What follows belongs to an exercise in optimizing a design on an open flow for small area and a short achievable clock period; a production flow would make more cautious choices.
Function was checked by simulation only, so behaviour that the tests miss may differ from the original.

==> 06-10: inputs <==
==> flow/design.v <==
module crane_add #(parameter W = 16) (
    input  wire [W-1:0] a,
    input  wire [W-1:0] b,
    input  wire         ci,
    output wire [W-1:0] s
);
    reg [W-1:0] g, p, pp;
    integer i, d;
    always @* begin
        g  = a & b;
        p  = a ^ b;
        pp = p;
        g[0] = g[0] | (p[0] & ci);
        for (d = 1; d < W; d = d * 2)
            for (i = 2 * d - 1; i < W; i = i + 2 * d) begin
                g[i]  = g[i] | (pp[i] & g[i-d]);
                pp[i] = pp[i] & pp[i-d];
            end
        for (d = 128; d >= 1; d = d / 2)
            for (i = 3 * d - 1; i < W; i = i + 2 * d) begin
                g[i]  = g[i] | (pp[i] & g[i-d]);
                pp[i] = pp[i] & pp[i-d];
            end
    end
    assign s = p ^ {g[W-2:0], ci};
endmodule
module crane_csa #(parameter W = 16) (
    input  wire [W-1:0] a,
    input  wire [W-1:0] b,
    input  wire [W-1:0] c,
    output wire [W-1:0] s,
    output wire [W-1:0] cy
);
    assign s  = a ^ b ^ c;
    assign cy = {(a[W-2:0] & b[W-2:0]) | (a[W-2:0] & c[W-2:0]) | (b[W-2:0] & c[W-2:0]), 1'b0};
endmodule
module crane_mul8 (
    input  wire [7:0]  a,
    input  wire [7:0]  b,
    output wire [15:0] p
);
    wire [15:0] r [0:8];
    genvar i;
    generate
        for (i = 0; i < 7; i = i + 1) begin : g_row
            assign r[i] = {8'd0, ~(a[7] & b[i]), a[6:0] & {7{b[i]}}} << i;
        end
    endgenerate
    assign r[7] = {1'b0, a[7] & b[7], ~(a[6:0] & {7{b[7]}}), 7'd0};
    assign r[8] = 16'h8100;
    wire [15:0] s0, c0, s1, c1, s2, c2, s3, c3, s4, c4, s5, c5, s6, c6;
    crane_csa #(16) u0 (r[0], r[1], r[2], s0, c0);
    crane_csa #(16) u1 (r[3], r[4], r[5], s1, c1);
    crane_csa #(16) u2 (r[6], r[7], r[8], s2, c2);
    crane_csa #(16) u3 (s0, c0, s1, s3, c3);
    crane_csa #(16) u4 (c1, s2, c2, s4, c4);
    crane_csa #(16) u5 (s3, c3, s4, s5, c5);
    crane_csa #(16) u6 (s5, c5, c4, s6, c6);
    crane_add #(16) ua (s6, c6, 1'b0, p);
endmodule
module crane_fmt_ctl (
    input  wire [2:0] fmt,
    output wire [8:0] ctl,        
    output reg  [4:0] neg_emin    
);
    assign ctl = {fmt == 3'd5,                        
                  fmt == 3'd4,                        
                  (fmt == 3'd2) | (fmt == 3'd3),      
                  fmt[2:1] == 2'd0,                   
                  fmt == 3'd1,                        
                  fmt == 3'd0,                        
                  (fmt == 3'd0) | (fmt == 3'd3),      
                  (fmt == 3'd1) | (fmt == 3'd2),      
                  fmt == 3'd3};                       
    always @* begin
        case (fmt)
            3'd0:    neg_emin = 5'd9;
            3'd1:    neg_emin = 5'd16;
            3'd2:    neg_emin = 5'd4;
            3'd3:    neg_emin = 5'd3;
            3'd4:    neg_emin = 5'd1;
            default: neg_emin = 5'd0;
        endcase
    end
endmodule
module crane_elem_decode (
    input  wire [8:0] ctl,
    input  wire [7:0] code,
    output wire       nf,
    output wire       nz,         
    output wire [7:0] sv,
    output wire [4:0] le
);
    wire i8 = ctl[8], e21 = ctl[7], six = ctl[6], fp8 = ctl[5];
    wire e52 = ctl[4], e43 = ctl[3], m3 = ctl[2], m2 = ctl[1], e23 = ctl[0];
    wire c0 = code[0], c1 = code[1], c2 = code[2], c3 = code[3];
    wire c4 = code[4], c5 = code[5], c6 = code[6], c7 = code[7];
    wire [4:0] e = {e52 & c6,
                    (e43 & c6) | (e52 & c5),
                    (e43 & c5) | (m2 & c4),
                    (m3 & c4) | (m2 & c3) | (e21 & c2),
                    (m3 & c3) | (m2 & c2) | (e21 & c1)};
    wire ez = (e == 5'd0);
    wire s  = (fp8 & c7) | (six & c5) | (e21 & c3);
    wire [3:0] m = {m3 & ~ez,
                    (m3 & c2) | (m2 & ~ez),
                    (m3 | m2) ? c1 : (e21 & ~ez),
                    (m3 | m2 | e21) & c0};
    wire mnz = |m;
    wire [3:0] mn = {m[3] ^ (s & (|m[2:0])), m[2] ^ (s & (|m[1:0])), m[1] ^ (s & m[0]), m[0]};
    assign sv = i8 ? code : {{4{s & mnz}}, mn};
    assign nz = i8 ? (|code) : mnz;
    assign le = {e[4:1], e[0] | ez};
    assign nf = (c6 & c5 & c4 & c3 & c2) & (e52 | (e43 & c1 & c0));
endmodule
module crane_lane_s1 (
    input  wire [8:0]  wctl,
    input  wire [8:0]  xctl,
    input  wire        nan,       
    input  wire [7:0]  w,
    input  wire [7:0]  x,
    input  wire [6:0]  cs,        
    input  wire        hi_all,    
    input  wire        hi_none,   
    input  wire [5:0]  hi_lo,     
    input  wire        bg_all,    
    input  wire        bg_none,
    input  wire [5:0]  bg_lo,     
    input  wire        lo_all,    
    input  wire        lo_none,
    input  wire [5:0]  lo_lo,     
    input  wire        en,
    output wire [15:0] p,         
    output wire        keep,      
    output wire        bg,        
    output wire [3:0]  d,         
    output wire [6:0]  sh,        
    output wire        ev_nf,
    output wire        ev_inx,    
    output wire        ev_ovf     
);
    wire       w_nf, x_nf, w_nz, x_nz;
    wire [7:0] w_sv, x_sv;
    wire [4:0] w_le, x_le;
    crane_elem_decode u_wdec (.ctl(wctl), .code(w), .nf(w_nf), .nz(w_nz), .sv(w_sv), .le(w_le));
    crane_elem_decode u_xdec (.ctl(xctl), .code(x), .nf(x_nf), .nz(x_nz), .sv(x_sv), .le(x_le));
    crane_mul8 u_mul (.a(w_sv), .b(x_sv), .p(p));                   
    wire        p_nf = w_nf | x_nf | nan;
    wire        live = en & !p_nf & w_nz & x_nz;
    wire [5:0]  l  = {1'b0, w_le} + {1'b0, x_le};
    wire        hi = hi_all | (!hi_none & (l > hi_lo));
    wire        lo = lo_all | (!lo_none & (l < lo_lo));
    assign d      = hi_lo[3:0] - l[3:0];
    assign bg     = bg_all | (!bg_none & (l > bg_lo));
    assign keep   = live & !hi & !lo;
    assign sh     = {1'b0, l} + cs;
    assign ev_nf  = en & p_nf;
    assign ev_inx = live & lo;
    assign ev_ovf = live & hi;
endmodule
module crane_lane_s2 #(parameter LW = 72) (
    input  wire [15:0]   p,
    input  wire          keep,
    input  wire          bg,
    input  wire [3:0]    d,
    input  wire [6:0]    sh,
    output wire [LW-1:0] t,       
    output wire          rup,     
    output wire          inx,
    output wire          ovf
);
    wire [14:0] mhi = 15'h7fff << d;                   
    wire [14:0] np  = ~p[14:0];
    wire        big = p[15] ? ((|(np & mhi)) | (&(np | mhi))) : (|(p[14:0] & mhi));
    wire        ov  = bg & big;
    wire        on  = keep & !ov;
    wire signed [22:0] sa = $signed(p) <<< sh[2:0];
    wire signed [30:0] sb = sh[3] ? {sa, 8'd0} : {{8{sa[22]}}, sa};
    wire signed [30:0] sm = sb & {31{on}};
    wire [LW+13:0] f = $signed(sm) <<< {sh[6:4], 4'd0};
    wire guard  = f[13];
    wire sticky = |f[12:0];
    assign t   = f[LW+13:14];
    assign rup = guard & (sticky | t[0]);
    assign inx = guard | sticky;
    assign ovf = keep & ov;
endmodule
module crane_dot4 (
    input  wire         clk,
    input  wire         rst,
    input  wire         in_valid,
    input  wire         in_acc,
    input  wire [9:0]   in_anchor,
    input  wire [2:0]   in_wfmt,
    input  wire [2:0]   in_xfmt,
    input  wire         in_wmx,
    input  wire         in_xmx,
    input  wire [7:0]   in_wscale,
    input  wire [7:0]   in_xscale,
    input  wire [31:0]  in_w,
    input  wire [31:0]  in_x,
    output reg          out_valid,
    output wire [127:0] out_acc,
    output wire         out_ovf,
    output wire         out_inx,
    output wire         out_nf
);
    localparam G  = 3;                  
    localparam LW = 72;                 
    localparam SW = 74;                 
    reg        v0, acc0, wmx0, xmx0;
    reg [9:0]  a0;
    reg [2:0]  wf0, xf0;
    reg [8:0]  wctl, xctl;      
    wire [8:0] wctl_in, xctl_in;
    wire [4:0] w_nemin_in, x_nemin_in;
    crane_fmt_ctl u_wctl (.fmt(in_wfmt), .ctl(wctl_in), .neg_emin(w_nemin_in));
    crane_fmt_ctl u_xctl (.fmt(in_xfmt), .ctl(xctl_in), .neg_emin(x_nemin_in));
    reg [7:0]  ws0, xs0;
    reg [31:0] w0, x0;
    always @(posedge clk) begin
        v0   <= in_valid & ~rst;
        acc0 <= in_acc;
        a0   <= in_anchor;
        wf0  <= in_wfmt;   xf0 <= in_xfmt;
        wctl <= wctl_in;   xctl <= xctl_in;
        wmx0 <= in_wmx;    xmx0 <= in_xmx;
        ws0  <= in_wscale; xs0 <= in_xscale;
        w0   <= in_w;      x0 <= in_x;
    end
    wire [8:0] wctl_u, xctl_u;
    wire [4:0] w_nemin, x_nemin;
    crane_fmt_ctl u_wem (.fmt(wf0), .ctl(wctl_u), .neg_emin(w_nemin));
    crane_fmt_ctl u_xem (.fmt(xf0), .ctl(xctl_u), .neg_emin(x_nemin));
    wire signed [11:0] c = 12'sd96 - $signed({7'd0, w_nemin}) - $signed({7'd0, x_nemin})
                         + (wmx0 ? $signed({4'd0, ws0}) - 12'sd127 : 12'sd0)
                         + (xmx0 ? $signed({4'd0, xs0}) - 12'sd127 : 12'sd0)
                         - $signed({{2{a0[9]}}, a0});
    wire nan = (wmx0 & (ws0 == 8'hff)) | (xmx0 & (xs0 == 8'hff));
    wire signed [11:0] th_hi = 12'sd114 - c;     
    wire signed [11:0] th_bg = 12'sd99 - c;      
    wire signed [11:0] th_lo = -12'sd12 - c;     
    wire        cneg = c[11];
    wire [6:0]  cs   = cneg ? c[6:0] + 7'd12 : {4'd0, c[2:0]} + 7'd12;
    wire [15:0] p1 [0:3];
    wire [6:0]  sh1 [0:3];
    wire [3:0]  keep1, bg1, ev_nf, ev_inx, ev_ovf;
    wire [3:0]  d1 [0:3];
    genvar i;
    generate
        for (i = 0; i < 4; i = i + 1) begin : g_lane1
            crane_lane_s1 u_lane (
                .wctl(wctl), .xctl(xctl), .nan(nan),
                .w(w0[8*i +: 8]), .x(x0[8*i +: 8]), .cs(cs),
                .hi_all(th_hi[11]), .hi_none(!th_hi[11] && th_hi[10:6] != 5'd0), .hi_lo(th_hi[5:0]),
                .bg_all(th_bg[11]), .bg_none(!th_bg[11] && th_bg[10:6] != 5'd0), .bg_lo(th_bg[5:0]),
                .lo_all(!th_lo[11] && th_lo[10:6] != 5'd0), .lo_none(th_lo[11] || th_lo == 12'sd0),
                .lo_lo(th_lo[5:0]), .en(v0),
                .p(p1[i]), .keep(keep1[i]), .bg(bg1[i]), .d(d1[i]), .sh(sh1[i]),
                .ev_nf(ev_nf[i]), .ev_inx(ev_inx[i]), .ev_ovf(ev_ovf[i])
            );
        end
    endgenerate
    wire [6-G:0] cc1 = cneg ? {(7-G){1'b0}} : c[6:G];
    reg         v1, acc1;
    reg [15:0]  p1r [0:3];
    reg [6:0]   sh1r [0:3];
    reg [3:0]   keep1r, bg1r;
    reg [3:0]   d1r [0:3];
    reg [6-G:0] cc1r;
    reg [2:0]   ev1;
    integer j;
    always @(posedge clk) begin
        v1   <= v0 & ~rst;
        acc1 <= acc0;
        for (j = 0; j < 4; j = j + 1) begin
            p1r[j]  <= p1[j];
            sh1r[j] <= sh1[j];
            d1r[j]  <= d1[j];
        end
        keep1r <= keep1;
        bg1r   <= bg1;
        cc1r   <= cc1;
        ev1    <= {|ev_ovf, |ev_inx, |ev_nf};
    end
    wire [LW-1:0] t [0:3];
    wire [3:0]    rup, inx2, ovf2;
    generate
        for (i = 0; i < 4; i = i + 1) begin : g_lane2
            crane_lane_s2 #(.LW(LW)) u_lane (
                .p(p1r[i]), .keep(keep1r[i]), .bg(bg1r[i]), .d(d1r[i]), .sh(sh1r[i]),
                .t(t[i]), .rup(rup[i]), .inx(inx2[i]), .ovf(ovf2[i])
            );
        end
    endgenerate
    wire [SW-1:0] e0 = {{(SW-LW){t[0][LW-1]}}, t[0]};
    wire [SW-1:0] e1 = {{(SW-LW){t[1][LW-1]}}, t[1]};
    wire [SW-1:0] e2 = {{(SW-LW){t[2][LW-1]}}, t[2]};
    wire [SW-1:0] e3 = {{(SW-LW){t[3][LW-1]}}, t[3]};
    wire [SW-1:0] sa, ca, sb, cb;
    crane_csa #(SW) u_c0 (e0, e1, e2, sa, ca);
    crane_csa #(SW) u_c1 (e3, sa, ca | {{(SW-1){1'b0}}, rup[0]}, sb, cb);
    wire [SW-1:0] lsum;
    crane_add #(SW) u_lsum (sb, cb | {{(SW-1){1'b0}}, rup[1]}, rup[2], lsum);
    reg          v2, acc2;
    reg [SW-1:0] lsum2;
    reg [6-G:0]  cc2;
    reg [2:0]    ev2;
    reg          rup2;
    always @(posedge clk) begin
        rup2  <= rup[3];
        v2    <= v1 & ~rst;
        acc2  <= acc1;
        lsum2 <= lsum;
        cc2   <= cc1r;
        ev2   <= ev1 | {|ovf2, |inx2, 1'b0};
    end
    reg         stale;    
    reg [127:0] acc_r;
    reg [2:0]   flg;
    wire        keep  = acc2 & ~stale;
    wire [127:0] tsum = $signed({{(128-SW){lsum2[SW-1]}}, lsum2}) <<< {cc2, {G{1'b0}}};
    wire [127:0] nacc;
    crane_add #(128) u_acc (acc_r & {128{keep | ~v2}}, tsum, rup2, nacc);
    always @(posedge clk) begin
        out_valid <= v2 & ~rst;
        acc_r     <= nacc;
        if (v2) flg <= (flg & {3{keep}}) | ev2;
        if (rst)     stale <= 1'b1;
        else if (v2) stale <= 1'b0;
    end
    assign out_acc = acc_r;
    assign {out_ovf, out_inx, out_nf} = flg;
endmodule
==> flow/run.sh <==
#!/bin/bash
# synth_recipe.tcl (not shown) runs the flow's synth.tcl, then flattens the netlist and writes it again
# the make line also repeats each setting of config.mk as NAME=value (left out here)
make -C /OpenROAD-flow-scripts/flow DESIGN_CONFIG=/design/flow/config.mk WORK_HOME=/design/flow/orfs CLKGATE_MAP_FILE= SYNTH_SCRIPT=/design/flow/synth_recipe.tcl finish
==> flow/config.mk <==
export PLATFORM = sky130hd
export DESIGN_NAME = crane_dot4
export DESIGN_NICKNAME = crane_dot4
export VERILOG_FILES = /design/flow/design.v
export SDC_FILE = /design/flow/constraint.sdc
export NUM_CORES = 4
export LEC_CHECK = 0
export ABC_AREA = 1
export CAP_MARGIN = 20
export CORE_MARGIN = 2
export CORE_UTILIZATION = 65
export PLACE_DENSITY = 0.75
export SLEW_MARGIN = 20
==> flow/constraint.sdc <==
create_clock -name core_clock -period 24.0 [get_ports {clk}]
set_input_delay 4.8000 -clock core_clock [delete_from_list [all_inputs] [get_ports {clk}]]
set_output_delay 4.8000 -clock core_clock [all_outputs]
set_load 0.01 [all_outputs]
==> 09-02: changes against 06-10 <==
- ABC_AREA: 1 -> default
- CORE_UTILIZATION: 65 -> 40
- PLACE_DENSITY: 0.75 -> default
==> summary of the runs <==
- 06-10 went through all stages and came out clean. 09-02 passed the timing, DRC and antenna checks.
- In 06-10 the sequential share of layout area is higher than in 09-02, by 0.18 points.
- In 09-02 the hold slack is higher than in 06-10, by 0.021 ns.
- Clock skew: 09-02 is higher than 06-10 (0.046 ns).
- In 06-10 the setup slack is better than in 09-02, by 0.57 ns.
- Of 09-02 and 06-10, 06-10 has the higher via count (gap about 12%, measured against 06-10).
- Between 06-10 and 09-02, the lower wire length is in 09-02 (gap about 4.3%, measured against 09-02).
- Against 06-10, the register-to-register slack of 09-02 is lower by 0.57 ns.
- Against 09-02, the maximum frequency of 06-10 is larger by 6.7%.
- In 06-10 the first-iteration DRC count is higher than in 09-02, by about 35%.

-- port drivers added, routing unchanged --
The flow's constraints put no driver on any port. The routed layouts listed below were extracted and timed again, unchanged, in two steps.
Step 1: set_driving_cell puts a clkbuf_16 on clk and a buf_2 on each other input, an assumption about the parent block.
Step 2 moves the port delays by t, midway between the first and last clock arrival at a register: inputs arrive t later, outputs are due t later. That takes back most of the time a late clock gives input paths.
a / b / c = ideal / step 1 / step 2; a / b = the first two.
run | t (ns) | setup WS [ns] | slew at the worst register clock pin (ns) | worst data-port slew with drivers (ns)
06-10 | 0.692 | 15.549 / 15.549 / 15.549 | 0.08 / 0.08 | 0.06
09-02 | 0.732 | 14.983 / 14.983 / 14.983 | 0.07 / 0.07 | 0.06
After both steps every run listed still meets setup and hold.
